Source: an optimization exercise on an open RTL-to-GDS flow (aim: small area, a short achievable clock period and few clock cycles). Production flows keep margins and buffers that such runs may drop.
Only simulation tests tie the RTL to the original design; equivalence was not proved.

<file path="flow/config.mk">
export PLATFORM = sky130hd
export DESIGN_NAME = press_aes
export DESIGN_NICKNAME = press_aes
export VERILOG_FILES = /design/flow/design.v
export SDC_FILE = /design/flow/constraint.sdc
export NUM_CORES = 8
export LEC_CHECK = 0
export ABC_CLOCK_PERIOD_IN_PS = 3500
export CAP_MARGIN = 20
export CORE_MARGIN = 2
export CORE_UTILIZATION = 45
export CTS_CLUSTER_DIAMETER = 150
export CTS_CLUSTER_SIZE = 16
export PLACE_DENSITY = 0.6
export SETUP_SLACK_MARGIN = 5
export SLEW_MARGIN = 20
</file>
<file path="flow/constraint.sdc">
create_clock -name core_clock -period 12.0 [get_ports {clk}]
set_input_delay 2.4000 -clock core_clock [delete_from_list [all_inputs] [get_ports {clk}]]
set_output_delay 2.4000 -clock core_clock [all_outputs]
set_load 0.01 [all_outputs]
</file>
<file path="flow/design.v">
module aes_gf16_mul (input wire [3:0] a, input wire [3:0] b, output wire [3:0] y);
    wire [6:0] p = ({7{b[0]}} & {3'b000, a}) ^ ({7{b[1]}} & {2'b00, a, 1'b0}) ^
                   ({7{b[2]}} & {1'b0, a, 2'b00}) ^ ({7{b[3]}} & {a, 3'b000});
    assign y = {p[3] ^ p[4] ^ p[5] ^ p[6], p[2] ^ p[6], p[1] ^ p[5] ^ p[6], p[0] ^ p[4] ^ p[5] ^ p[6]};
endmodule
module aes_sb_f1 (input wire [7:0] a, input wire dec, output wire [11:0] y);
    wire [7:0] te, td, t;
    assign te[0] = a[0] ^ a[1] ^ a[2] ^ a[6] ^ a[7];
    assign te[1] = a[1] ^ a[2] ^ a[5] ^ a[6] ^ a[7];
    assign te[2] = a[2] ^ a[5];
    assign te[3] = a[3];
    assign te[4] = a[4] ^ a[6] ^ a[7];
    assign te[5] = a[2] ^ a[3];
    assign te[6] = a[1] ^ a[2] ^ a[3] ^ a[4] ^ a[5] ^ a[6];
    assign te[7] = a[1] ^ a[4] ^ a[6] ^ a[7];
    assign td[0] = a[2];
    assign td[1] = ~(a[2] ^ a[4] ^ a[5]);
    assign td[2] = ~(a[1] ^ a[2]);
    assign td[3] = a[0] ^ a[2] ^ a[5];
    assign td[4] = a[0] ^ a[4] ^ a[5];
    assign td[5] = ~(a[0] ^ a[1] ^ a[2] ^ a[4] ^ a[5] ^ a[7]);
    assign td[6] = ~(a[0] ^ a[3]);
    assign td[7] = a[3] ^ a[4] ^ a[5] ^ a[6];
    assign t = dec ? td : te;
    wire [3:0] ah = t[7:4], al = t[3:0];
    wire [3:0] sl = {ah[0] ^ ah[1], ah[2] ^ ah[3], ah[1] ^ ah[2], ah[1] ^ ah[2] ^ ah[3]};    
    wire [3:0] sq = {al[2] ^ al[3], al[1] ^ al[3], al[3], al[0] ^ al[2] ^ al[3]};    
    wire [3:0] m;
    aes_gf16_mul u_m (.a(ah), .b(al), .y(m));
    assign y = {ah, ah ^ al, sl ^ m ^ sq};
endmodule
module aes_sb_f2 (input wire [11:0] a, output wire [7:0] y);
    wire [3:0] d = a[3:0];
    reg [3:0] di;
    always @(*) begin
        case (d)
            4'd0: di = 4'd0;
            4'd1: di = 4'd1;
            4'd2: di = 4'd12;
            4'd3: di = 4'd8;
            4'd4: di = 4'd6;
            4'd5: di = 4'd15;
            4'd6: di = 4'd4;
            4'd7: di = 4'd14;
            4'd8: di = 4'd3;
            4'd9: di = 4'd13;
            4'd10: di = 4'd11;
            4'd11: di = 4'd10;
            4'd12: di = 4'd2;
            4'd13: di = 4'd9;
            4'd14: di = 4'd7;
            4'd15: di = 4'd5;
        endcase
    end
    wire [3:0] ih, il;
    aes_gf16_mul u_h (.a(a[11:8]), .b(di), .y(ih));
    aes_gf16_mul u_l (.a(a[7:4]), .b(di), .y(il));
    assign y = {ih, il};
endmodule
module aes_sb_back (input wire [7:0] a, input wire dec, output wire [7:0] y);
    wire [7:0] ye, yd;
    assign ye[0] = ~(a[0] ^ a[1] ^ a[4]);
    assign ye[1] = ~(a[0] ^ a[2]);
    assign ye[2] = a[0];
    assign ye[3] = a[0] ^ a[1] ^ a[4] ^ a[6];
    assign ye[4] = a[0] ^ a[3] ^ a[4];
    assign ye[5] = ~(a[1] ^ a[3] ^ a[4]);
    assign ye[6] = ~(a[4] ^ a[6] ^ a[7]);
    assign ye[7] = a[2] ^ a[4] ^ a[5];
    assign yd[0] = a[0] ^ a[1] ^ a[2] ^ a[3] ^ a[5];
    assign yd[1] = a[4] ^ a[7];
    assign yd[2] = a[3] ^ a[5];
    assign yd[3] = a[3];
    assign yd[4] = a[1] ^ a[2] ^ a[7];
    assign yd[5] = a[2] ^ a[3] ^ a[5];
    assign yd[6] = a[1] ^ a[3] ^ a[4] ^ a[6];
    assign yd[7] = a[2] ^ a[3] ^ a[6] ^ a[7];
    assign y = dec ? yd : ye;
endmodule
module aes_ks_f1 (input wire [7:0] a, output wire [11:0] y);
    aes_sb_f1 u (.a(a), .dec(1'b0), .y(y));
endmodule
module aes_ks_f2 (input wire [11:0] a, output wire [7:0] y);
    wire [7:0] i;
    aes_sb_f2   u_i (.a(a), .y(i));
    aes_sb_back u_b (.a(i), .dec(1'b0), .y(y));
endmodule
module aes_mixcol (
    input  wire [31:0] a,
    output wire [31:0] y
);
    function [7:0] xt;
        input [7:0] b;
        xt = {b[6:0], 1'b0} ^ (b[7] ? 8'h1b : 8'h00);
    endfunction
    wire [7:0] a0 = a[7:0];
    wire [7:0] a1 = a[15:8];
    wire [7:0] a2 = a[23:16];
    wire [7:0] a3 = a[31:24];
    assign y[7:0]   = xt(a0) ^ (xt(a1) ^ a1) ^ a2 ^ a3;
    assign y[15:8]  = a0 ^ xt(a1) ^ (xt(a2) ^ a2) ^ a3;
    assign y[23:16] = a0 ^ a1 ^ xt(a2) ^ (xt(a3) ^ a3);
    assign y[31:24] = (xt(a0) ^ a0) ^ a1 ^ a2 ^ xt(a3);
endmodule
module aes_invmix_pre (
    input  wire [31:0] a,
    output wire [31:0] y
);
    function [7:0] x4;       
        input [7:0] b;
        x4 = {b[5:0], 2'b00} ^ (b[6] ? 8'h1b : 8'h00) ^ (b[7] ? 8'h36 : 8'h00);
    endfunction
    wire [7:0] a0 = a[7:0];
    wire [7:0] a1 = a[15:8];
    wire [7:0] a2 = a[23:16];
    wire [7:0] a3 = a[31:24];
    wire [7:0] u  = x4(a0 ^ a2);
    wire [7:0] v  = x4(a1 ^ a3);
    assign y = {a3 ^ v, a2 ^ u, a1 ^ v, a0 ^ u};
endmodule
module press_aes (
    input  wire         clk,
    input  wire         rst,         
    input  wire         key_valid,
    output wire         key_ready,
    input  wire [1:0]   key_len,     
    input  wire [255:0] key,
    input  wire         in_valid,
    output wire         in_ready,
    input  wire         in_dec,      
    input  wire [127:0] in_data,
    output wire         out_valid,
    input  wire         out_ready,
    output wire [127:0] out_data
);
    reg         key_ok;      
    reg [1:0]   klen;        
    reg         f_raw;       
    reg         f_end;       
    reg [255:0] kst;
    reg [1:0]   ib_n;        
    reg         ib0_dec, ib1_dec;
    reg [127:0] ib0, ib1;    
    reg         st_v;
    reg [15:0]  st_dec;
    reg [127:0] st;          
    reg         r1_v, r1_last;
    reg [15:0]  r1_dec;
    reg [191:0] r1;          
    reg         r2_v, r2_last;
    reg [15:0]  r2_dec;
    reg [127:0] r2;          
    reg         ovalid;
    reg [127:0] obuf;
    reg         in_rdy, key_rdy;
    reg         eact;        
    reg         econv;       
    reg [5:0]   ecyc;
    reg         edir;        
    reg [1:0]   elen;        
    reg         k6, k8;      
    reg [255:0] kw;          
    reg [3:0]   srem;        
    reg [1:0]   sdly;        
    reg [1:0]   q3;          
    reg         qodd;        
    reg [7:0]   rc;          
    reg [2:0]   tpos;        
    reg [31:0]  sreg;        
    reg         srot;        
    reg [7:0]   srcon;       
    reg [47:0]  kmid;        
    reg [31:0]  tw;          
    reg [5:0]   erem;        
    wire [3:0] enr  = (elen == 2'd0) ? 4'd10 : (elen == 2'd1) ? 4'd12 : 4'd14;
    wire stall_arm = r2_v && r2_last && ovalid;
    wire stall     = stall_arm && !out_ready;
    wire e_free  = !eact ? !stall_arm : (!econv && erem == 6'd0 && !ovalid);
    wire ib_any  = (ib_n != 2'd0);
    wire admit_x = ib_any && (ib0_dec == f_end) && e_free;
    wire conv_go = ib_any && (ib0_dec != f_end) && e_free;
    wire admit_n = ib_any && eact && !econv && (ecyc == 6'd1 || ecyc == 6'd2) &&
                   (ib0_dec == edir);
    wire pop_ns  = admit_x || admit_n;
    wire pop     = admit_x || (admit_n && !stall);
    wire start   = admit_x || conv_go;
    wire kpend   = (srem != 4'd0);
    wire e_load  = eact && (ecyc == 6'd2) && !stall;
    wire e_step  = eact && kpend && (sdly == 2'd0) && !stall;
    wire [31:0] twr = tw ^ {24'd0, srcon};
    wire e_lstep = (srem == 4'd1);
    wire e_cend  = econv && e_step && e_lstep;
    assign in_ready  = in_rdy;
    assign key_ready = key_rdy;
    assign out_valid = ovalid;
    assign out_data  = obuf;
    wire key_go = key_valid && key_ready;
    wire blk_go = in_valid && in_ready;
    function [2:0] f_tpos;
        input [1:0] qq3;
        input [1:0] len;
        input       dir;
        begin
            if (len == 2'd1)
                f_tpos = (qq3 == 2'd1) ? (dir ? 3'd3 : 3'd0) :
                         (qq3 == 2'd2) ? (dir ? 3'd1 : 3'd2) : 3'd4;
            else
                f_tpos = dir ? 3'd3 : 3'd0;
        end
    endfunction
    function f_trot;
        input       qq1;
        input [1:0] len;
        input       dir;
        begin
            f_trot = (len == 2'd2) ? (dir ? qq1 : !qq1) : 1'b1;
        end
    endfunction
    function [7:0] f_rcmul;
        input [7:0] r;
        input       dir;
        begin
            f_rcmul = dir ? ({1'b0, r[7:1]} ^ (r[0] ? 8'h8d : 8'h00)) :
                            ({r[6:0], 1'b0} ^ (r[7] ? 8'h1b : 8'h00));
        end
    endfunction
    function [31:0] f_src;
        input [255:0] w;
        input [2:0]   tp;
        input [1:0]   len;
        input         dir;
        begin
            if (!dir) begin
                if (len == 2'd1 && tp == 3'd2) f_src = w[95:64] ^ w[127:96] ^ w[255:224];
                else f_src = w[255:224];
            end else begin
                if (len == 2'd0) f_src = w[255:224] ^ w[223:192];
                else if (len == 2'd1 && tp == 3'd1) f_src = w[255:224];
                else if (len == 2'd1) f_src = w[191:160];
                else f_src = w[255:224];
            end
        end
    endfunction
    wire [31:0] L0 = kw[31:0],    L1 = kw[63:32],   L2 = kw[95:64],   L3 = kw[127:96];
    wire [31:0] H0 = kw[159:128], H1 = kw[191:160], H2 = kw[223:192], H3 = kw[255:224];
    wire [31:0] fb0 = k6 ? L2 : k8 ? L0 : H0;
    wire [31:0] fb1 = k6 ? L3 : k8 ? L1 : H1;
    wire [31:0] fb2 = k6 ? H0 : k8 ? L2 : H2;
    wire [31:0] fb3 = k6 ? H1 : k8 ? L3 : H3;
    wire [31:0] fn0 = fb0 ^ ((k6 && tpos != 3'd0) ? H3 : twr);
    wire [31:0] fn1 = fb1 ^ fn0;
    wire [31:0] fn2 = fb2 ^ ((k6 && tpos == 3'd2) ? twr : fn1);
    wire [31:0] fn3 = fb3 ^ fn2;
    wire [31:0] bu0 = k6 ? L1 : k8 ? L3 : H3;
    wire [31:0] bu1 = k6 ? L0 : k8 ? L2 : H2;
    wire [31:0] bu2 = k6 ? H3 : k8 ? L1 : H1;
    wire [31:0] bu3 = k6 ? H2 : k8 ? L0 : H0;
    wire [31:0] bo0 = bu0 ^ bu1;
    wire [31:0] bo1 = bu1 ^ ((k6 && tpos == 3'd1) ? twr : bu2);
    wire [31:0] bo2 = bu2 ^ bu3;
    wire [31:0] bo3 = bu3 ^ ((k6 && tpos != 3'd3) ? H1 : twr);
    wire [127:0] nw   = edir ? {bo0, bo1, bo2, bo3} : {fn3, fn2, fn1, fn0};
    wire [255:0] kw_n = {nw, kw[255:128]};
    wire [1:0]   q3_n   = edir ? ((q3 == 2'd0) ? 2'd2 : q3 - 2'd1) : ((q3 == 2'd2) ? 2'd0 : q3 + 2'd1);
    wire         qodd_n = !qodd;
    wire [7:0]   rc_n   = (srot && tpos != 3'd4) ? f_rcmul(rc, edir) : rc;
    wire [2:0]   tpos_n = f_tpos(q3_n, elen, edir);
    wire         trot_n = f_trot(qodd_n, elen, edir);
    wire [31:0] K0 = kst[31:0], K1 = kst[63:32], K2 = kst[95:64], K3 = kst[127:96];
    wire [31:0] K5 = kst[191:160];
    wire [31:0] a0 = K0 ^ twr;
    wire [31:0] a1 = K1 ^ a0;
    wire [31:0] a2 = K2 ^ a1;
    wire [31:0] a3 = K3 ^ a2;
    wire [255:0] kst_ld = !f_raw ? kst :
                          (klen == 2'd0) ? {a3, a2, a1, a0, kst[127:0]} :
                                           {a1, a0, kst[191:0]};
    wire [1:0]   q3_0   = !f_end ? 2'd0 : (elen == 2'd1) ? 2'd2 : (elen == 2'd2) ? 2'd1 : 2'd0;
    wire         qodd_0 = f_end;
    wire [7:0]   rc_0   = !f_end ? ((elen == 2'd2) ? 8'h01 : 8'h02) :
                          (elen == 2'd0) ? 8'h1b : (elen == 2'd1) ? 8'h80 : 8'h40;
    wire [2:0]   tpos_0 = f_tpos(q3_0, elen, f_end);
    wire         trot_0 = f_trot(qodd_0, elen, f_end);
    wire [47:0] ks1;
    wire [31:0] ks2;
    genvar g;
    generate
        for (g = 0; g < 4; g = g + 1) begin : g_ks
            aes_ks_f1 u_1 (.a(sreg[8*g +: 8]),   .y(ks1[12*g +: 12]));
            aes_ks_f2 u_2 (.a(kmid[12*g +: 12]), .y(ks2[8*g +: 8]));
        end
    endgenerate
    always @(posedge clk) begin
        kmid <= ks1;
        tw   <= ks2;
    end
    function [31:0] f_rot;
        input [31:0] w;
        input        rot;
        begin
            f_rot = rot ? {w[7:0], w[31:8]} : w;
        end
    endfunction
    wire [31:0] sinit = (klen == 2'd0) ? {K3[7:0], K3[31:8]} : {K5[7:0], K5[31:8]};
    always @(posedge clk) begin
        if (key_go) begin
            kst   <= key;
            klen  <= key_len;
            f_raw <= (key_len != 2'd2);
            f_end <= 1'b0;
        end else if (e_cend) begin
            kst   <= {kw[255:128], nw};
            f_raw <= 1'b0;
            f_end <= !f_end;
        end
    end
    always @(posedge clk) begin
        if (e_load)
            kw <= kst_ld;
        else if (e_step)
            kw <= kw_n;
    end
    always @(posedge clk) begin
        if (rst) begin
            srem <= 4'd0;
        end else if (e_load) begin
            srem  <= enr - 4'd1;
            sdly  <= 2'd2;
            q3    <= q3_0;
            qodd  <= qodd_0;
            rc    <= rc_0;
            tpos  <= tpos_0;
            sreg  <= f_rot(f_src(kst_ld, tpos_0, elen, f_end), trot_0);
            srot  <= trot_0;
            srcon <= trot_0 ? rc_0 : 8'h00;
        end else if (e_step) begin
            srem  <= srem - 4'd1;
            sdly  <= 2'd2;
            q3    <= q3_n;
            qodd  <= qodd_n;
            rc    <= rc_n;
            tpos  <= tpos_n;
            if (!e_lstep) begin
                sreg  <= f_rot(f_src(kw_n, tpos_n, elen, edir), trot_n);
                srot  <= trot_n;
                srcon <= trot_n ? rc_n : 8'h00;
            end else begin
                sreg  <= sinit;
                srot  <= 1'b1;
                srcon <= 8'h01;
            end
        end else if (!stall) begin
            if (kpend) begin
                sdly <= sdly - 2'd1;
            end else begin
                sreg  <= sinit;
                srot  <= 1'b1;
                srcon <= 8'h01;
            end
        end
    end
    always @(posedge clk) begin
        if (rst) begin
            eact <= 1'b0;
        end else if (start) begin
            eact  <= 1'b1;
            econv <= conv_go;
            ecyc  <= 6'd1;
            erem  <= ((klen == 2'd0) ? 6'd30 : (klen == 2'd1) ? 6'd36 : 6'd42) - 6'd1;
            edir  <= f_end;
            elen  <= klen;
            k6    <= (klen == 2'd1);
            k8    <= (klen == 2'd2);
        end else if (eact && !stall) begin
            if (econv ? e_cend : (erem == 6'd0))
                eact <= 1'b0;
            ecyc <= ecyc + 6'd1;
            erem <= erem - 6'd1;
        end
    end
    wire [191:0] f1_out;
    wire [127:0] f2_out;
    wire [127:0] e_sr, d_sr, t, p, v, m;
    wire [127:0] rk = kw[255:128];
    generate
        for (g = 0; g < 16; g = g + 1) begin : g_sbox
            wire [7:0] inv;
            aes_sb_f1   u_f1 (.a(st[8*g +: 8]),   .dec(st_dec[g]), .y(f1_out[12*g +: 12]));
            aes_sb_f2   u_f2 (.a(r1[12*g +: 12]), .y(inv));
            aes_sb_back u_b  (.a(inv),            .dec(r1_dec[g]), .y(f2_out[8*g +: 8]));
        end
        for (g = 0; g < 16; g = g + 1) begin : g_shift
            assign e_sr[8*g +: 8] = r2[8*((4*(((g/4) + (g%4)) % 4) + (g%4))) +: 8];
            assign d_sr[8*g +: 8] = r2[8*((4*(((g/4) + 4 - (g%4)) % 4) + (g%4))) +: 8];
        end
        for (g = 0; g < 16; g = g + 1) begin : g_key
            assign t[8*g +: 8] = (r2_dec[g] ? d_sr[8*g +: 8] : e_sr[8*g +: 8]) ^ rk[8*g +: 8];
            assign v[8*g +: 8] = r2_dec[g] ? p[8*g +: 8] : e_sr[8*g +: 8];
        end
        for (g = 0; g < 4; g = g + 1) begin : g_mix
            aes_invmix_pre u_p  (.a(t[32*g +: 32]), .y(p[32*g +: 32]));
            aes_mixcol     u_mc (.a(v[32*g +: 32]), .y(m[32*g +: 32]));
        end
    endgenerate
    wire [127:0] f3_out, fin_out;
    generate
        for (g = 0; g < 16; g = g + 1) begin : g_out
            assign f3_out[8*g +: 8]  = m[8*g +: 8] ^ (r2_dec[g] ? 8'h00 : rk[8*g +: 8]);
        end
    endgenerate
    assign fin_out = t;
    always @(posedge clk) begin
        if (!stall) begin
            if (pop_ns) begin
                st     <= ib0 ^ kst[127:0];
                st_dec <= {16{ib0_dec}};
            end else begin
                st     <= f3_out;
                st_dec <= r2_dec;
            end
            r1      <= f1_out;
            r1_dec  <= st_dec;
            r1_last <= eact && !econv && (erem <= 6'd2);
            r2      <= f2_out;
            r2_dec  <= r1_dec;
            r2_last <= r1_last;
        end
        if (r2_v && r2_last && !stall)
            obuf <= fin_out;
    end
    wire [1:0] ib_nn = ib_n + {1'b0, blk_go} - {1'b0, pop};
    always @(posedge clk) begin
        if (pop) begin
            ib0     <= (ib_n == 2'd2) ? ib1 : in_data;
            ib0_dec <= (ib_n == 2'd2) ? ib1_dec : in_dec;
            if (ib_n == 2'd2) begin
                ib1     <= in_data;
                ib1_dec <= in_dec;
            end
        end else if (blk_go) begin
            if (ib_n == 2'd0) begin
                ib0     <= in_data;
                ib0_dec <= in_dec;
            end else begin
                ib1     <= in_data;
                ib1_dec <= in_dec;
            end
        end
    end
    wire       n_key_ok = !rst && (key_ok || key_go);
    wire [1:0] n_ib_n   = rst ? 2'd0 : ib_nn;
    wire       n_ib0_dec = pop ? ((ib_n == 2'd2) ? ib1_dec : in_dec) :
                           (blk_go && ib_n == 2'd0) ? in_dec : ib0_dec;
    wire       n_f_end  = key_go ? 1'b0 : e_cend ? !f_end : f_end;
    wire       n_eact   = !rst && (start || (eact && !(!stall && (econv ? e_cend : (erem == 6'd0)))));
    wire [5:0] n_ecyc   = start ? 6'd1 : (eact && !stall) ? ecyc + 6'd1 : ecyc;
    always @(posedge clk) begin
        if (rst) begin
            key_ok <= 1'b0;
            ib_n   <= 2'd0;
            st_v   <= 1'b0;
            r1_v   <= 1'b0;
            r2_v   <= 1'b0;
            ovalid <= 1'b0;
        end else begin
            if (key_go)
                key_ok <= 1'b1;
            ib_n <= ib_nn;
            if (!stall) begin
                st_v <= pop || (r2_v && !r2_last);
                r1_v <= st_v;
                r2_v <= r1_v;
            end
            if (r2_v && r2_last && !stall)
                ovalid <= 1'b1;
            else if (out_ready)
                ovalid <= 1'b0;
        end
        in_rdy  <= n_key_ok && (n_ib_n == 2'd0 || (n_ib_n == 2'd1 && n_ib0_dec == n_f_end));
        key_rdy <= (n_ib_n == 2'd0) && !(n_eact && (n_ecyc == 6'd1 || n_ecyc == 6'd2));
    end
endmodule
</file>
<file path="flow/flow/run.sh">
#!/bin/bash
set -euo pipefail
W=$PWD
export OWN_ABC_SCRIPT=$W/flow/abc_map.script
{
  cat <<'TCL'
# ORFS's synthesis calls abc with its own -script; use ours instead.
proc abc {args} {
  set i [lsearch -exact $args -script]
  if {$i >= 0} { lset args [expr {$i + 1}] $::env(OWN_ABC_SCRIPT) }
  puts "abc with own script: $args"
  yosys abc {*}$args
}
TCL
  cat synth_recipe.tcl
} > own_synth.tcl
bash standard.sh SYNTH_SCRIPT=$W/own_synth.tcl SETUP_SLACK_MARGIN=8.2 \
  "BUFFER_PORTS_ARGS=-buffer_cell sky130_fd_sc_hd__buf_1" finish > flow.log 2>&1
</file>
<file path="flow/flow/abc_map.script">
&get -n
&st
&syn2
&dch
&if -g -K 6
&synch2
&nf -R 1000
&st
&syn2
&dch
&if -g -K 6
&synch2
&nf -R 1000
&put
</file>
<file path="flow/standard.sh">
#!/bin/bash
# synth_recipe.tcl (not shown) runs the flow's synth.tcl, then flattens the netlist and writes it again
# the make line also repeats each setting of config.mk as NAME=value (left out here)
make -C /OpenROAD-flow-scripts/flow DESIGN_CONFIG=/design/flow/config.mk WORK_HOME=/design/flow/orfs CLKGATE_MAP_FILE= SYNTH_SCRIPT=/design/flow/synth_recipe.tcl "${@:-finish}"
</file>
==> impl_metrics.py, run 1 <==
metrics = {
    "status": {
        "status": "timing/DRC/antenna clean",
    },
    "logic_synthesis": {
        "synth_top_family_by_area": "XOR/XNOR gates",
        "syn_nets": 11900,
        "yosys.area_share.simple_pct": 13.8,
        "synth_cells": 11400,
        "avgSynthCellArea_sq_um": 9.69,
        "yosysTopAreaCell": "edfxtp_1",
        "async_flop_share_pct": 0,
        "yosysUniqueCellTypes": 68,
        "synth-xor-area-share_pct": 26.5,
        "synth_area_leaders": "edfxtp_1 (40%), xnor2_1 (17%), xor2_1 (9.0%), nand2_1 (7.8%), o21ai_0 (3.8%)",
        "ys_seq_elements": 1633,
        "muxShareOfSynthArea_pct": 4.93,
        "synth-compound-area-share_pct": 10.0,
        "yosysWarnings": 4,
        "synth-seq-area-share_pct": 43.0,
        "yosysTopAreaCellShare_pct": 40.1,
        "synthAdderAreaFrac_pct": 1.15,
        "synth-edff-count": 1474,
        "synthFlopType": "edfxtp_1",
        "syn_area_sq_mm": 0.110,
    },
    "routing": {
        "vias_per_cell": 5.94,
        "post_drt_wl_per_cell_um": 30.1,
        "antenna_left": 0,
        "drc": 0,
        "wirelength_um": 480000,
        "first_iter_violations": 13300,
        "drtPass1Iterations": 7,
        "via_count": 94800,
    },
    "global_routing": {
        "grt_overflow_total": 0,
        "grt_pass1_vias": 87200,
        "grt_use_total_pct": 36.7,
        "grt_pass1_wl_um": 652000,
        "grt_max_degree": 169,
        "grt_antenna_before_repair": 45,
    },
    "die": {
        "die_area_sq_mm": 0.249,
        "rows": 181,
        "die_h_um": 499,
        "start_util_pct": 45.3,
        "die_width_um": 499,
        "core_area_sq_mm": 0.243,
        "ioPinCount": 523,
    },
    "critical_path": {
        "rr_worst_depth": 16,
        "cp-end-kind": "output pin",
        "cp_data_required_time_ns": 9.60,
        "critical_path_buf_inv_count": 1,
        "worstPathCellList": "clkbuf_2",
        "crit_slowest_cell": "edfxtp_1",
        "crit_family": "flip-flops",
        "reg2reg_slack_ns": 8.03,
        "cp_num_cells": 1,
        "critical_path_class": "reg2out",
        "crit_path_max_incr_delay_ns": 0.54,
        "r2r-start": "k6",
        "start_kind": "register",
        "arrival_ns": 1.58,
        "reg2reg_to": "sreg[30]",
        "crit_fanout": 1,
    },
    "layout": {
        "fin_area_sq_mm": 0.132,
        "multi_input_area_sq_mm": 0.0667,
        "drive_above_1_share_pct": 10.8,
        "utilization_pct": 54.1,
        "n_fill_cell": 21800,
        "syn2layout_area_growth_pct": 19.3,
        "seq_area_sq_mm": 0.0475,
        "final_nets": 13100,
    },
    "sta": {
        "setup_viol": 0,
        "hold_viol": 0,
        "fin_hold_ws_ns": 0.434,
        "max_freq_ghz": 0.251,
        "finalCriticalPeriod_ns": 3.98,
        "tightest_slew_ns": 1.27,
        "maxSlewViolCount": 0,
        "rsz0062_at_grt": "true",
        "fin_skew_ns": 0.0469,
        "period_share_pct": 33.2,
        "relSlewSlack_pct": 14.9,
    },
    "placed_design": {
        "placed_area_sq_mm": 0.118,
        "gp_congestion": 0.985,
        "dpl.hpwl_um": 338000,
        "portBuffers": 522,
    },
    "cts": {
        "cts_buffer_depth": 3,
        "clkLatencyLatePin_ns": 0.85,
        "clock-sinks": 1633,
        "cts_buffers": 112,
        "hold_buffers": 0,
        "clkTransAtPathRegs_ns": 0.09,
        "htree_levels": 3,
        "root_buffer": "clkbuf_16",
        "cts_tree": "built",
    },
    "run": {
        "drv_cap": 0,
    },
    "min_path": {
        "hold_class": "reg2reg",
        "min_to": "r2_last",
        "hp-start": "r1_last",
        "hold_depth": 0,
    },
}
[per-layer routing]
layer  GRT usage (%)  wire [um]
met1            49.7     187000
met2            52.6     198000
met3            7.85      54800
met4            24.4      40400
met5               0        275
[per-stage QoR]
| stage | instances | setup WS [ns] | setup TNS [ns] |
|---|---|---|---|
| 3_3_place_gp | 15300 | 5.01 | 0 |
| 3_5_place_dp | 15300 | 4.95 | 0 |
| 4_1_cts | 15800 | 7.99 | 0 |
| 6_report | 16000 | 8.02 | 0 |
| 5_1_grt | 16000 | 7.94 | 0 |
| 2_1_floorplan | 11400 | -1.05 | -233.44 |
[Yosys cell counts, drive strengths merged, types with 55 or more instances]
master / n
nand3: 74
clkinv: 173
o211ai: 66
a31oi: 61
nand2b: 183
dfxtp: 159
ha: 99
mux2: 133
nand2: 2305
nor2: 757
edfxtp: 1474
nor2b: 169
o22ai: 55
a21oi: 642
mux2i: 394
xnor2: 2155
a211oi: 73
xor2: 1136
o21ai: 842
nor3: 59
[cells in the final DEF (no fill, tap or decap), types with 37 or more instances in the layout]
cell,n
nand2_1,2293
xnor2_1,1954
edfxtp_1,1474
xor2_1,1050
o21ai_0,748
nor2_1,724
a21oi_1,537
buf_1,488
buf_4,432
mux2i_1,372
xnor2_2,189
nand2b_1,181
clkinv_1,165
nor2b_1,165
dfxtp_1,156
mux2_1,133
clkbuf_16,126
ha_1,94
clkbuf_1,93
a21oi_2,72
a211oi_1,67
nand3_1,66
o211ai_1,66
xor2_2,56
a31oi_1,56
nor3_1,54
o22ai_1,51
o21ai_1,50
buf_16,48
buf_12,47
buf_6,40
a21o_1,38
o21ai_2,37
[cell type report]
type	count	share of cell area, %
Timing Repair Buffer	1136	7.02
Inverter	173	0.575
Clock buffer	207	2.43
Multi-Input combinational cell	9585	50.7
Tap cell	3202	3.04
Sequential cell	1633	36.0
Clock inverter	6	0.0713
Timing Repair inverter	9	0.0988
Antenna cell	21	0.0399
[timing repair]
action                     in CTS  in global routing
resized for setup             604                433
cloned                         53                 12
buffers inserted              181                182
pin swaps                      75                143
setup endpoints to repair    2025                825
[flip-flops by register name, indices dropped and copies added, names as in the netlist, 8 cells and up]
name	cells
ib1	128
r2_dec	16
ib0	128
obuf	128
st	128
st_dec	16
tw	32
kmid	32
kw	256
srcon	8
rc	8
kst	256
sreg	32
r1_dec	16
r2	128
r1	192
g_sbox.u_f2.u_h.b	64
g_ks.u_2.u_i.u_h.b	16
[worst max-delay path by stage]
| stage | start | to |
|---|---|---|
| 2_1_floorplan | edir | ib0[0] |
| 3_3_place_gp | out_ready | kw[77] |
| 3_5_place_dp | out_ready | kw[77] |
| 4_1_cts | obuf[80] | out_data[80] |
| 5_1_grt | k6 | sreg[30] |
| 6_report | obuf[98] | out_data[98] |
[cell families (layout without fill, tap and decap cells)]
logic type,Yosys count,count (layout)
simple gates,3684,3686
compound gates,1961,1961
xor+xnor,3309,3309
other cells,0,21
fa+ha+maj,102,102
buf+inv,173,1531
mux,527,527
flops,1633,1633
Testbench counts, summed over its fixed seeds: cycles 29,355.
==> run 2, diff against run 1 <==
--- a/flow/flow/run.sh
+++ b/flow/flow/run.sh
@@ -14,5 +14,5 @@
 TCL
   cat synth_recipe.tcl
 } > own_synth.tcl
-bash standard.sh SYNTH_SCRIPT=$W/own_synth.tcl SETUP_SLACK_MARGIN=8.2 \
+bash standard.sh SYNTH_SCRIPT=$W/own_synth.tcl SETUP_SLACK_MARGIN=7.8 \
   "BUFFER_PORTS_ARGS=-buffer_cell sky130_fd_sc_hd__buf_1" finish > flow.log 2>&1
==> run 2 against run 1 <==
  * Core utilization shrank 2.6 points
  * Synthesized area is the same
  * Final area decreased by 4.8%
  * Clock-buffer cell count did not move
  * Still clean
  * Die area did not move
  * Register-to-register slack got worse by 0.24 ns
  * Routed wire length is 3.8% lower
  * Flip-flop and latch count stayed put
  * Largest cell class unchanged
  * Via count down 2.3%
  * Critical endpoint is now st[105]
  * Worst hold slack gained 0.0025 ns
==> impl_metrics.py, run 2 <==
metrics = {
    "status": {
        "status": "timing/DRC/antenna clean",
    },
    "critical_path": {
        "cp_num_cells": 11,
        "reg2reg_to": "st[105]",
        "arrival_ns": 4.70,
        "crit_path_max_incr_delay_ns": 0.63,
        "critical_path_class": "reg2reg",
        "worstPathCellList": "buf_4 > nor2b_1 > a21oi_1 > xnor2_2 > xnor2_2 > xor2_2 > xor2_1 > a21oi_2 > xnor2_1 > xnor2_2 > o21ai_0",
        "crit_top_cell": "xnor2_2",
        "start_kind": "register",
        "crit_family": "XOR/XNOR gates",
        "reg2reg_slack_ns": 7.79,
        "crit_fanout": 33,
        "crit_slowest_cell": "xnor2_2",
        "rr_worst_depth": 11,
        "critical_path_buf_inv_count": 1,
        "r2r-start": "r2_dec[13]",
        "cp-end-kind": "register",
        "cp_data_required_time_ns": 12.49,
    },
    "logic_synthesis": {
        "yosysTopAreaCellShare_pct": 40.1,
        "ys_seq_elements": 1633,
        "synth_area_leaders": "edfxtp_1 (40%), xnor2_1 (17%), xor2_1 (9.0%), nand2_1 (7.8%), o21ai_0 (3.8%)",
        "yosysWarnings": 4,
        "synth_commonest_cells": "nand2_1 (2305), xnor2_1 (2155), edfxtp_1 (1474)",
        "yosysUniqueCellTypes": 68,
        "syn_nets": 11900,
        "synth-edff-count": 1474,
        "syn_area_sq_mm": 0.110,
        "synthFlopType": "edfxtp_1",
        "avgSynthCellArea_sq_um": 9.69,
        "synth-seq-area-share_pct": 43.0,
        "yosysMostFrequentCell": "nand2_1",
        "yosysTopAreaCell": "edfxtp_1",
        "synth_cells": 11400,
        "async_flop_share_pct": 0,
    },
    "die": {
        "rows": 181,
        "die_h_um": 499,
        "die_width_um": 499,
        "core_area_sq_mm": 0.243,
        "die_area_sq_mm": 0.249,
        "ioPinCount": 523,
        "start_util_pct": 45.3,
    },
    "cts": {
        "cts_buffer_depth": 3,
        "cts_tree": "built",
        "root_buffer": "clkbuf_16",
        "htree_levels": 3,
        "clkLatencyLatePin_ns": 0.84,
        "clkTransAtPathRegs_ns": 0.08,
        "cts_buffers": 112,
        "hold_buffers": 0,
        "clock-sinks": 1633,
    },
    "sta": {
        "rsz0062_at_grt": "true",
        "relSlewSlack_pct": 11.7,
        "period_share_pct": 35.1,
        "finalCriticalPeriod_ns": 4.21,
        "max_freq_ghz": 0.237,
        "fin_skew_ns": 0.0377,
        "tightest_slew_ns": 1.32,
        "hold_viol": 0,
        "fin_hold_ws_ns": 0.436,
        "setup_viol": 0,
        "maxSlewViolCount": 0,
    },
    "min_path": {
        "min_to": "r2_last",
        "hold_class": "reg2reg",
        "hp-start": "r1_last",
        "hold_depth": 0,
    },
    "routing": {
        "post_drt_wl_per_cell_um": 29.5,
        "wirelength_um": 462000,
        "vias_per_cell": 5.92,
        "antenna_left": 0,
        "drc": 0,
        "drtPass1Iterations": 7,
        "first_iter_violations": 13000,
        "via_count": 92700,
    },
    "layout": {
        "final_cell_mix": "nand2_1 (2294), xnor2_1 (2073), edfxtp_1 (1474), xor2_1 (1096), o21ai_0 (795)",
        "layout_commonest_cell": "nand2_1",
        "reg_top3": "kst x256, kw x256, r1 x192",
        "final_nets": 12800,
        "drive_above_1_share_pct": 5.67,
        "utilization_pct": 51.5,
        "syn2layout_area_growth_pct": 13.6,
        "fin_area_sq_mm": 0.125,
        "instances_no_fill": 15700,
    },
    "placed_design": {
        "portBuffers": 522,
        "dpl.hpwl_um": 338000,
        "placed_area_sq_mm": 0.118,
        "post-place-cells": 15300,
        "gp_congestion": 0.985,
    },
    "run": {
        "drv_cap": 0,
    },
    "global_routing": {
        "grt_use_total_pct": 35.4,
        "grt_pass1_wl_um": 633000,
        "grt_max_degree": 169,
        "grt_pass1_vias": 85300,
        "grt_overflow_total": 0,
        "grt_antenna_before_repair": 40,
    },
}
run 2: changes by cell type in the layout (fill, tap and decap cells not counted), sizes merged:
cell    delta
diode      +3
clkbuf    -32
inv        -4
bufbuf    -12
buf      -260
clkinv     +1
run 2: logic make-up (layout without fill, tap and decap cells):
kind of cell             count (synthesis)  in the layout  synth area share, %
AND/OR/NAND/NOR                       3684           3686                 13.8
XOR/XNOR                              3309           3309                 26.5
AO/OA/AOI/OAI                         1961           1961                 10.0
flip-flops                            1633           1633                 43.0
multiplexers                           527            527                 4.93
buffers and inverters                  173           1224                0.588
adder cells (fa/ha/maj)                102            102                 1.15
other                                    0             24                    0
run 2: layer usage:
layer  track usage (%)  vias to the layer above  wire length [um]
met2              51.3                     5289            192000
met4              22.1                       16             34900
met1              48.2                    45200            185000
li1                  -                    41200                 -
met3              7.42                      978             49400
met5                 0                        -               101
run 2: how the worst max path moves through the flow:
stage                    start       to  slack (ns)
global placement     out_ready   kw[77]        5.01
detailed placement   out_ready   kw[77]        4.95
global route           erem[3]  ib0[43]        7.74
finish              r2_dec[13]  st[105]        7.79
CTS                    erem[3]  ib1[10]        7.55
floorplan                 edir   ib0[0]       -1.05
run 2: final cells by class:
cell class / count / area [sq um]
multi-input cells: 9585 / 64100
repair buffers: 832 / 5640
diodes: 24 / 60.1
repair inverters: 6 / 75.1
clock inverters: 6 / 93.8
fillers: 22400 / 118000
well taps: 3202 / 4010
clock buffers: 207 / 3200
inverters: 173 / 752
flip-flops and latches: 1633 / 47400
run 2: stage by stage:
stage | setup TNS [ns] | setup slack, ns
2_1_floorplan | -233.44 | -1.05
3_3_place_gp | 0 | 5.01
3_5_place_dp | 0 | 4.95
4_1_cts | 0 | 7.55
5_1_grt | 0 | 7.74
6_report | 0 | 7.79
run 2: timing repair:
item	CTS	global route
pin swaps	13	19
endpoints found under the hold margin	0	0
gates cloned	23	14
endpoints found under the setup margin	1570	442
setup buffers	44	41
gates resized for setup	266	159
==> run 3, diff against run 2 <==
--- a/flow/flow/run.sh
+++ b/flow/flow/run.sh
@@ -14,5 +14,5 @@
 TCL
   cat synth_recipe.tcl
 } > own_synth.tcl
-bash standard.sh SYNTH_SCRIPT=$W/own_synth.tcl SETUP_SLACK_MARGIN=7.8 \
+bash standard.sh SYNTH_SCRIPT=$W/own_synth.tcl SETUP_SLACK_MARGIN=8 \
   "BUFFER_PORTS_ARGS=-buffer_cell sky130_fd_sc_hd__buf_1" finish > flow.log 2>&1
--- a/flow/config.mk
+++ b/flow/config.mk
@@ -11,6 +11,7 @@
 export CORE_UTILIZATION = 45
 export CTS_CLUSTER_DIAMETER = 150
 export CTS_CLUSTER_SIZE = 16
+export GPL_ROUTABILITY_DRIVEN = 0
 export PLACE_DENSITY = 0.6
 export SETUP_SLACK_MARGIN = 5
 export SLEW_MARGIN = 20
==> run 3 against run 2 <==
  * Synthesized area unchanged
  * Flip-flop and latch count unchanged
  * Synthesized cell count unchanged
  * Clock skew increased by 0.021 ns
  * Register-to-register slack improved by 0.08 ns
  * Die area unchanged
  * Via count increased by 2.4%
  * Critical path type unchanged
==> impl_metrics.py, run 3 <==
metrics = {
    "status": {
        "status": "timing/DRC/antenna clean",
    },
    "critical_path": {
        "critical_path_class": "reg2reg",
        "arrival_ns": 4.74,
        "r2r-start": "kw[231]",
        "cp-end-kind": "register",
        "start_kind": "register",
        "rr_worst_depth": 12,
        "reg2reg_to": "st[108]",
        "reg2reg_slack_ns": 7.86,
        "cp_data_required_time_ns": 12.60,
        "crit_fanout": 3,
        "critPathLaunch": "kw[231]",
        "cp-endpoint": "st[108]",
    },
    "logic_synthesis": {
        "yosysTopAreaCellShare_pct": 40.1,
        "synth_cells": 11400,
        "avgSynthCellArea_sq_um": 9.69,
        "yosysWarnings": 4,
        "synth_commonest_cells": "nand2_1 (2305), xnor2_1 (2155), edfxtp_1 (1474)",
        "syn_nets": 11900,
        "yosysMostFrequentCell": "nand2_1",
        "syn_area_sq_mm": 0.110,
        "yosysUniqueCellTypes": 68,
        "synthFlopType": "edfxtp_1",
        "synth_area_leaders": "edfxtp_1 (40%), xnor2_1 (17%), xor2_1 (9.0%), nand2_1 (7.8%), o21ai_0 (3.8%)",
        "ys_seq_elements": 1633,
        "async_flop_share_pct": 0,
        "synth-seq-area-share_pct": 43.0,
        "synth-edff-count": 1474,
        "yosysTopAreaCell": "edfxtp_1",
    },
    "placed_design": {
        "placed_area_sq_mm": 0.118,
        "pre_cts_slack_ns": 4.97,
        "post-place-cells": 15300,
        "dpl.hpwl_um": 326000,
        "portBuffers": 522,
    },
    "cts": {
        "cts_tree": "built",
        "hold_buffers": 0,
        "clkLatencyLatePin_ns": 0.87,
        "clkTransAtPathRegs_ns": 0.08,
        "root_buffer": "clkbuf_16",
        "cts_buffer_depth": 3,
        "cts_buffers": 112,
        "htree_levels": 3,
        "clock-sinks": 1633,
    },
    "global_routing": {
        "grt_max_degree": 129,
        "grt_antenna_before_repair": 48,
        "grt_use_total_pct": 35.1,
        "grt_pass1_vias": 86800,
        "grt_pass1_wl_um": 629000,
        "grt_overflow_total": 0,
    },
    "layout": {
        "n_fill_cell": 21800,
        "multi_input_area_sq_mm": 0.0655,
        "final_cell_mix": "nand2_1 (2293), xnor2_1 (2021), edfxtp_1 (1474), xor2_1 (1063), o21ai_0 (770)",
        "instances_no_fill": 15800,
        "seq_area_sq_mm": 0.0474,
        "reg_top3": "kst x256, kw x256, r1 x192",
        "final_nets": 13000,
        "fin_area_sq_mm": 0.128,
        "utilization_pct": 52.6,
        "layout_commonest_cell": "nand2_1",
        "syn2layout_area_growth_pct": 16.0,
        "drive_above_1_share_pct": 8.02,
    },
    "routing": {
        "post_drt_wl_per_cell_um": 29.3,
        "antenna_left": 0,
        "drtPass1Iterations": 7,
        "vias_per_cell": 6.02,
        "via_count": 95000,
        "wirelength_um": 462000,
        "first_iter_violations": 13900,
        "drc": 0,
    },
    "die": {
        "rows": 181,
        "core_area_sq_mm": 0.243,
        "ioPinCount": 523,
        "die_area_sq_mm": 0.249,
        "die_h_um": 499,
        "start_util_pct": 45.3,
        "die_width_um": 499,
    },
    "sta": {
        "setup_ws_ns": 7.86,
        "finalCriticalPeriod_ns": 4.14,
        "tightest_slew_ns": 1.30,
        "rsz0062_at_grt": "true",
        "fin_skew_ns": 0.0584,
        "maxSlewViolCount": 0,
        "max_freq_ghz": 0.242,
        "setup_viol": 0,
        "period_share_pct": 34.5,
        "relSlewSlack_pct": 13.0,
        "hold_viol": 0,
    },
    "min_path": {
        "hold_class": "reg2reg",
        "hold_depth": 0,
    },
    "run": {
        "drv_cap": 0,
    },
}
-- run 3: worst min path at each step --
stage | end | from | slack [ns]
floorplan | r2_last | r1_last | 0.40
global route | r2_last | r1_last | 0.46
global placement | r2_last | r1_last | 0.40
finish | r2_last | r1_last | 0.43
detailed placement | r2_last | r1_last | 0.43
CTS | r2_last | r1_last | 0.43
-- run 3: timing repair --
action                      CTS  global route
pin swaps                    31            99
cloned                       34            18
resized for setup           391           329
buffers inserted             96           106
setup endpoints to repair  1743           807
-- run 3: per-layer routing --
layer  up-vias  track usage [%]  routed length (um)
li1      41400                -                   -
met1     45800             45.6              171000
met2      6371             48.8              185000
met3      1318             10.5               62500
met4        16             26.6               42500
met5         -            0.135                 120
-- run 3: critical path: stages (launching register included) --
cell and delay [ns]:
edfxtp_1 0.43, buf_12 0.18, xor2_1 0.46, xor2_2 0.29
xor2_2 0.28, xor3_1 0.55, xor2_1 0.17, nand2_1 0.12
xor2_2 0.30, xnor2_1 0.14, xnor2_1 0.38, xnor2_4 0.22
o21ai_0 0.37
-- run 3: logic make-up (layout without fill, tap and decap cells) --
logic type                 Yosys count  after routing  synth area share, %
AOI/OAI and AO/OA                 1961           1962                 10.0
adders and majority gates          102            102                 1.15
muxes                              527            527                 4.93
and+or+nand+nor                   3684           3690                 13.8
xor gates and xnor gates          3309           3309                 26.5
other                                0             21                    0
DFF                               1633           1633                 43.0
buffers and inverters              173           1333                0.588
-- run 3: layout make-up --
type	instances	area share, %
multi-input combinational	9590	51.2
sequential	1633	37.1
timing repair buffer	941	5.40
tap	3202	3.13
clock buffer	200	2.45
inverter	173	0.591
timing repair inverter	10	0.0938
clock inverter	9	0.0801
antenna	21	0.0410
-- run 3: per-stage QoR --
| step | setup TNS [ns] | hold slack (ns) |
|---|---|---|
| floorplan | -233.44 | 0.400 |
| global placement | 0 | 0.405 |
| detailed placement | 0 | 0.427 |
| CTS | 0 | 0.431 |
| global route | 0 | 0.458 |
| finish | 0 | 0.426 |
==> run 4, diff against run 3 <==
--- a/flow/config.mk
+++ b/flow/config.mk
@@ -8,10 +8,9 @@
 export ABC_CLOCK_PERIOD_IN_PS = 3500
 export CAP_MARGIN = 20
 export CORE_MARGIN = 2
-export CORE_UTILIZATION = 45
+export CORE_UTILIZATION = 40
 export CTS_CLUSTER_DIAMETER = 150
 export CTS_CLUSTER_SIZE = 16
-export GPL_ROUTABILITY_DRIVEN = 0
 export PLACE_DENSITY = 0.6
 export SETUP_SLACK_MARGIN = 5
 export SLEW_MARGIN = 20
==> run 4 against run 3 <==
  * Clock-buffer cell count rose by 3
  * Worst setup slack got worse by 0.093 ns
  * Worst hold slack gained 0.019 ns
  * Critical endpoint is now out_data[80]
  * Clock skew increased by 0.018 ns
  * Flip-flop and latch count did not move
  * Synthesized cell count stayed put
  * Still clean
  * Register-to-register slack improved by 0.06 ns
==> impl_metrics.py, run 4 <==
metrics = {
    "status": {
        "status": "timing/DRC/antenna clean",
    },
    "sta": {
        "maxSlewViolCount": 0,
        "relSlewSlack_pct": 8.73,
        "rsz0062_at_grt": "true",
        "hold_viol": 0,
        "setup_viol": 0,
        "max_freq_ghz": 0.236,
        "tns_ns": 0,
        "tightest_slew_ns": 1.36,
        "finalCriticalPeriod_ns": 4.23,
        "fin_skew_ns": 0.0762,
        "period_share_pct": 35.3,
    },
    "global_routing": {
        "grt_max_degree": 118,
        "grt_antenna_before_repair": 39,
        "grt_pass1_vias": 83200,
        "grt_use_total_pct": 31.3,
        "grt_pass1_wl_um": 625000,
        "grt_overflow_total": 0,
    },
    "die": {
        "die_h_um": 529,
        "die_area_sq_mm": 0.280,
        "die_width_um": 529,
        "rows": 192,
        "ioPinCount": 523,
        "core_area_sq_mm": 0.274,
        "start_util_pct": 40.3,
    },
    "layout": {
        "reg_top3": "kst x256, kw x256, r1 x192",
        "final_cell_mix": "nand2_1 (2290), xnor2_1 (2035), edfxtp_1 (1474), xor2_1 (1067), o21ai_0 (766)",
        "fin_area_sq_mm": 0.128,
        "drive_above_1_share_pct": 7.61,
        "final_nets": 12900,
        "layout_commonest_cell": "nand2_1",
        "instances_no_fill": 16300,
        "syn2layout_area_growth_pct": 16.2,
    },
    "logic_synthesis": {
        "yosysWarnings": 4,
        "yosysMostFrequentCell": "nand2_1",
        "syn_nets": 11900,
        "synth-edff-count": 1474,
        "ys_seq_elements": 1633,
        "syn_area_sq_mm": 0.110,
        "yosysTopAreaCellShare_pct": 40.1,
        "async_flop_share_pct": 0,
        "synth_commonest_cells": "nand2_1 (2305), xnor2_1 (2155), edfxtp_1 (1474)",
        "synth_cells": 11400,
        "synth-seq-area-share_pct": 43.0,
        "yosysUniqueCellTypes": 68,
        "avgSynthCellArea_sq_um": 9.69,
        "synth_area_leaders": "edfxtp_1 (40%), xnor2_1 (17%), xor2_1 (9.0%), nand2_1 (7.8%), o21ai_0 (3.8%)",
        "yosysTopAreaCell": "edfxtp_1",
        "synthFlopType": "edfxtp_1",
    },
    "cts": {
        "cts_tree": "built",
        "clock-sinks": 1633,
        "clkLatencyLatePin_ns": 0.86,
        "root_buffer": "clkbuf_16",
        "htree_levels": 3,
        "cts_buffer_depth": 3,
        "cts_buffers": 113,
        "clkTransAtPathRegs_ns": 0.08,
    },
    "routing": {
        "antenna_left": 0,
        "via_count": 92400,
        "first_iter_violations": 13100,
        "drtPass1Iterations": 8,
        "post_drt_wl_per_cell_um": 28.4,
        "drc": 0,
        "wirelength_um": 461000,
        "vias_per_cell": 5.69,
    },
    "placed_design": {
        "gp_congestion": 1.02,
        "dpl.hpwl_um": 331000,
        "placed_area_sq_mm": 0.119,
        "post-place-cells": 15800,
        "portBuffers": 522,
    },
    "critical_path": {
        "crit_slowest_cell": "edfxtp_1",
        "crit_path_max_incr_delay_ns": 0.77,
        "worstPathCellList": "buf_1",
        "arrival_ns": 1.83,
        "cp_data_required_time_ns": 9.60,
        "reg2reg_slack_ns": 7.92,
        "critical_path_buf_inv_count": 1,
        "start_kind": "register",
        "cp-end-kind": "output pin",
        "critical_path_class": "reg2out",
        "crit_family": "flip-flops",
        "crit_fanout": 2,
    },
    "run": {
        "drv_cap": 0,
    },
    "min_path": {
        "hold_class": "reg2reg",
    },
}
[run 4: final timing paths]
path,from,endpoint,depth (start not counted)
setup / recovery,obuf[80],out_data[80],1
hold reg to reg,r1_last,r2_last,0
hold / removal,r1_last,r2_last,0
setup reg to reg,f_raw,sreg[9],7
[run 4: per-layer routing]
metal | global-route usage [%] | routed length [um] | vias up
met4 | 20.3 | 37100 | 14
li1 | - | - | 41400
met1 | 42.5 | 182000 | 44500
met5 | 0 | 98 | -
met2 | 44.5 | 188000 | 5398
met3 | 7.05 | 54300 | 1090
[run 4: through the flow]
step | hold slack, ns | utilization, % | setup WS, ns
after global routing | 0.463 | 46.8 | 7.76
final | 0.445 | 46.8 | 7.77
after floorplan | 0.400 | - | -1.05
after CTS | 0.447 | 45.8 | 7.78
after detailed placement | 0.430 | 43.3 | 5.04
after global placement | 0.408 | 43.3 | 5.13
[run 4: kinds of logic (layout without fill, tap and decap cells)]
logic type,Yosys count,after routing,share of synthesized area [%]
AND/OR/NAND/NOR,3684,3690,13.8
XOR/XNOR,3309,3309,26.5
AO/OA/AOI/OAI,1961,1961,10.0
flip-flops,1633,1633,43.0
multiplexers,527,527,4.93
buffers and inverters,173,1321,0.588
adder cells (fa/ha/maj),102,102,1.15
other,0,23,0
[run 4: final cells by class]
type                            instances  area (sq um)
Timing Repair inverter                  8           100
Multi-Input combinational cell       9589         65200
Timing Repair Buffer                  928          6680
Fill cell                           26300        146000
Clock buffer                          203          3210
Inverter                              173           747
Sequential cell                      1633         47400
Antenna cell                           23          57.6
Clock inverter                          9           193
Tap cell                             3686          4610
[run 4: timing repair]
action / CTS / global route
gates cloned: 28 / 16
hold buffers: 0 / 0
buffers inserted: 81 / 98
setup endpoints to repair: 1691 / 875
gates resized for setup: 379 / 291
pin swaps: 27 / 64
==> run 5, diff against run 4 <==
--- a/flow/config.mk
+++ b/flow/config.mk
@@ -8,7 +8,7 @@
 export ABC_CLOCK_PERIOD_IN_PS = 3500
 export CAP_MARGIN = 20
 export CORE_MARGIN = 2
-export CORE_UTILIZATION = 40
+export CORE_UTILIZATION = 45
 export CTS_CLUSTER_DIAMETER = 150
 export CTS_CLUSTER_SIZE = 16
 export PLACE_DENSITY = 0.6
==> run 5 against run 4 <==
  * Still clean on timing, DRC and antenna
  * Synthesized cell count did not move
  * Sequential share of layout area rose by 0.14 points
  * Clock skew fell by 0.038 ns
  * Global-route usage rose by 4.6 points
  * Worst hold slack got worse by 0.012 ns
  * Final area fell by 0.37%
  * Synthesized area did not move
  * Final cell count fell by 2.9%
  * Die area fell by 11%
==> impl_metrics.py, run 5 <==
metrics = {
    "logic_synthesis": {
        "yosysTopAreaCellShare_pct": 40.1,
        "ys_seq_elements": 1633,
        "synthFlopType": "edfxtp_1",
        "syn_nets": 11900,
        "synth_cells": 11400,
        "synth-seq-area-share_pct": 43.0,
        "async_flop_share_pct": 0,
        "synth_commonest_cells": "nand2_1 (2305), xnor2_1 (2155), edfxtp_1 (1474)",
        "avgSynthCellArea_sq_um": 9.69,
        "yosysWarnings": 4,
        "yosysMostFrequentCell": "nand2_1",
        "synth-edff-count": 1474,
        "yosysUniqueCellTypes": 68,
        "synth_area_leaders": "edfxtp_1 (40%), xnor2_1 (17%), xor2_1 (9.0%), nand2_1 (7.8%), o21ai_0 (3.8%)",
        "syn_area_sq_mm": 0.110,
        "yosysTopAreaCell": "edfxtp_1",
    },
    "cts": {
        "root_buffer": "clkbuf_16",
        "htree_levels": 3,
        "clkLatencyLatePin_ns": 0.85,
        "cts_buffer_depth": 3,
        "hold_buffers": 0,
        "clock-sinks": 1633,
        "cts_tree": "built",
        "clkTransAtPathRegs_ns": 0.08,
        "cts_buffers": 112,
    },
    "routing": {
        "via_count": 93500,
        "wl_met2_um": 196000,
        "antenna_left": 0,
        "drc": 0,
        "drtPass1Iterations": 7,
        "met1Wirelength_um": 185000,
        "vias_per_cell": 5.93,
        "wirelength_um": 471000,
        "first_iter_violations": 12800,
        "post_drt_wl_per_cell_um": 29.8,
        "wl_met3_um": 53300,
        "routed.top_layer": "met5",
    },
    "global_routing": {
        "grt_overflow_total": 0,
        "grt_use_total_pct": 35.9,
        "grt_max_degree": 169,
        "grt_antenna_before_repair": 43,
        "grt_pass1_wl_um": 640000,
        "grt_pass1_vias": 86000,
    },
    "placed_design": {
        "gp_congestion": 0.985,
        "dpl.hpwl_um": 338000,
        "portBuffers": 522,
    },
    "die": {
        "die_width_um": 499,
        "rows": 181,
        "core_area_sq_mm": 0.243,
        "ioPinCount": 523,
        "start_util_pct": 45.3,
        "die_area_sq_mm": 0.249,
        "die_h_um": 499,
    },
    "critical_path": {
        "rr_worst_depth": 10,
        "critical_path_class": "in2reg",
        "crit_fanout": 168,
        "cp-end-kind": "register",
        "cp_data_required_time_ns": 12.57,
        "crit_path_max_incr_delay_ns": 0.81,
        "start_kind": "input pin",
        "arrival_ns": 4.67,
        "worstPathCellList": "buf_1 > nand2_8 > buf_12 > nor2_1 > a21oi_1",
        "crit_slowest_cell": "nor2_1",
    },
    "sta": {
        "max_freq_ghz": 0.244,
        "finalCriticalPeriod_ns": 4.11,
        "hold_viol": 0,
        "period_share_pct": 34.2,
        "setup_viol": 0,
        "relSlewSlack_pct": 7.00,
        "tightest_slew_ns": 1.39,
        "fin_skew_ns": 0.0379,
        "maxSlewViolCount": 0,
        "rsz0062_at_grt": "true",
    },
    "layout": {
        "n_fill_cell": 22200,
        "final_nets": 13000,
        "utilization_pct": 52.5,
        "final_cell_mix": "nand2_1 (2294), xnor2_1 (2034), edfxtp_1 (1474), xor2_1 (1073), o21ai_0 (772)",
        "drive_above_1_share_pct": 7.70,
        "syn2layout_area_growth_pct": 15.8,
        "layout_commonest_cell": "nand2_1",
        "reg_top3": "kst x256, kw x256, r1 x192",
    },
    "run": {
        "drv_cap": 0,
    },
    "status": {
        "status": "timing/DRC/antenna clean",
    },
    "min_path": {
        "hold_class": "reg2reg",
        "hold_depth": 0,
    },
}
==> run 5: worst max-delay path, delay by kind of cell <==
kind                   cells  cell delay [ns]
AO/OA/AOI/OAI              1             0.09
AND/OR/NAND/NOR            2             1.14
buffers and inverters      2             0.62
==> run 5: area by class of cell <==
type,count,area [sq um],area share (%)
tap,3202,4010,3.13
sequential,1633,47400,37.1
antenna,16,40.0,0.0313
clock buffer,207,3200,2.50
timing repair inverter,8,111,0.0871
inverter,173,767,0.600
timing repair buffer,949,7070,5.53
clock inverter,6,93.8,0.0734
multi-input combinational,9585,65100,50.9
==> run 5: cell families after synthesis <==
| family | share of synthesized area (%) |
|---|---|
| AND/OR/NAND/NOR | 13.8 |
| XOR/XNOR | 26.5 |
| AO/OA/AOI/OAI | 10.0 |
| flip-flops | 43.0 |
| multiplexers | 4.93 |
| buffers and inverters | 0.588 |
| adder cells (fa/ha/maj) | 1.15 |
==> run 5: timing repair <==
item                       4_1_cts  5_1_grt
setup endpoints to repair     1894      524
setup buffers                   82      107
gates cloned                    34       17
gates resized for setup        390      260
pin swaps                       27       68
==> run 5: final timing paths <==
| path | start | endpoint | slack, ns |
|---|---|---|---|
| worst min-delay path | r1_last | r2_last | 0.43 |
| worst min register to register | r1_last | r2_last | 0.43 |
| worst max register to register | erem[3] | st[26] | 7.95 |
| worst max-delay path | key_valid | kst[27] | 7.89 |
==> run 5: per-layer routing <==
layer | GRT usage, % | up-vias
met5 | 0 | -
met4 | 22.7 | 20
met3 | 7.80 | 1021
met2 | 52.0 | 5510
met1 | 48.5 | 45600
li1 | - | 41400
==> run 5: stage by stage <==
step                setup slack, ns  hold slack, ns  setup TNS [ns]  cell area, sq um  instances
floorplan                     -1.05           0.400         -233.44            111000      11400
global placement               5.01           0.425               0            118000      15300
detailed placement             4.95           0.416               0            118000      15300
CTS                            7.98           0.434               0            125000      15600
global route                   7.84           0.435               0            128000      15800
finish                         7.89           0.433               0            128000      15800

[static timing again, ports no longer ideal]
The flow's constraints put no driver on any port. The routed layouts listed below were extracted and timed again, unchanged, in two steps. Step 1, drivers: a clkbuf_16 drives clk and a buf_2 each remaining input, both assumed. Step 2, shift: input delay + t, output delay - t, t = (earliest + latest rising clock arrival at the registers) / 2. This alone moves slack from input paths to output paths. a / b / c = ideal / step 1 / step 2; a / b = the first two.
run	t, ns	setup WS [ns]	worst hold slack (ns)	worst setup path at the end	clock arrival spread, ns
run 1	0.931	8.019 / 7.916 / 7.182	0.434 / 0.434 / 0.434	input to register	0.047 / 0.047
run 2	0.928	7.786 / 7.786 / 6.929	0.436 / 0.436 / 0.436	input to register	0.042 / 0.041
run 3	0.954	7.862 / 7.862 / 7.151	0.426 / 0.426 / 0.426	input to register	0.062 / 0.061
run 4	0.929	7.769 / 7.658 / 7.116	0.445 / 0.445 / 0.445	input to register	0.086 / 0.086
run 5	0.932	7.894 / 7.922 / 7.043	0.433 / 0.433 / 0.433	input to register	0.045 / 0.045
After both steps setup and hold are still met in every run listed. The setup slack of run 2, which loses most, moves by 0.000 ns with the drivers and by -0.857 ns with both steps.
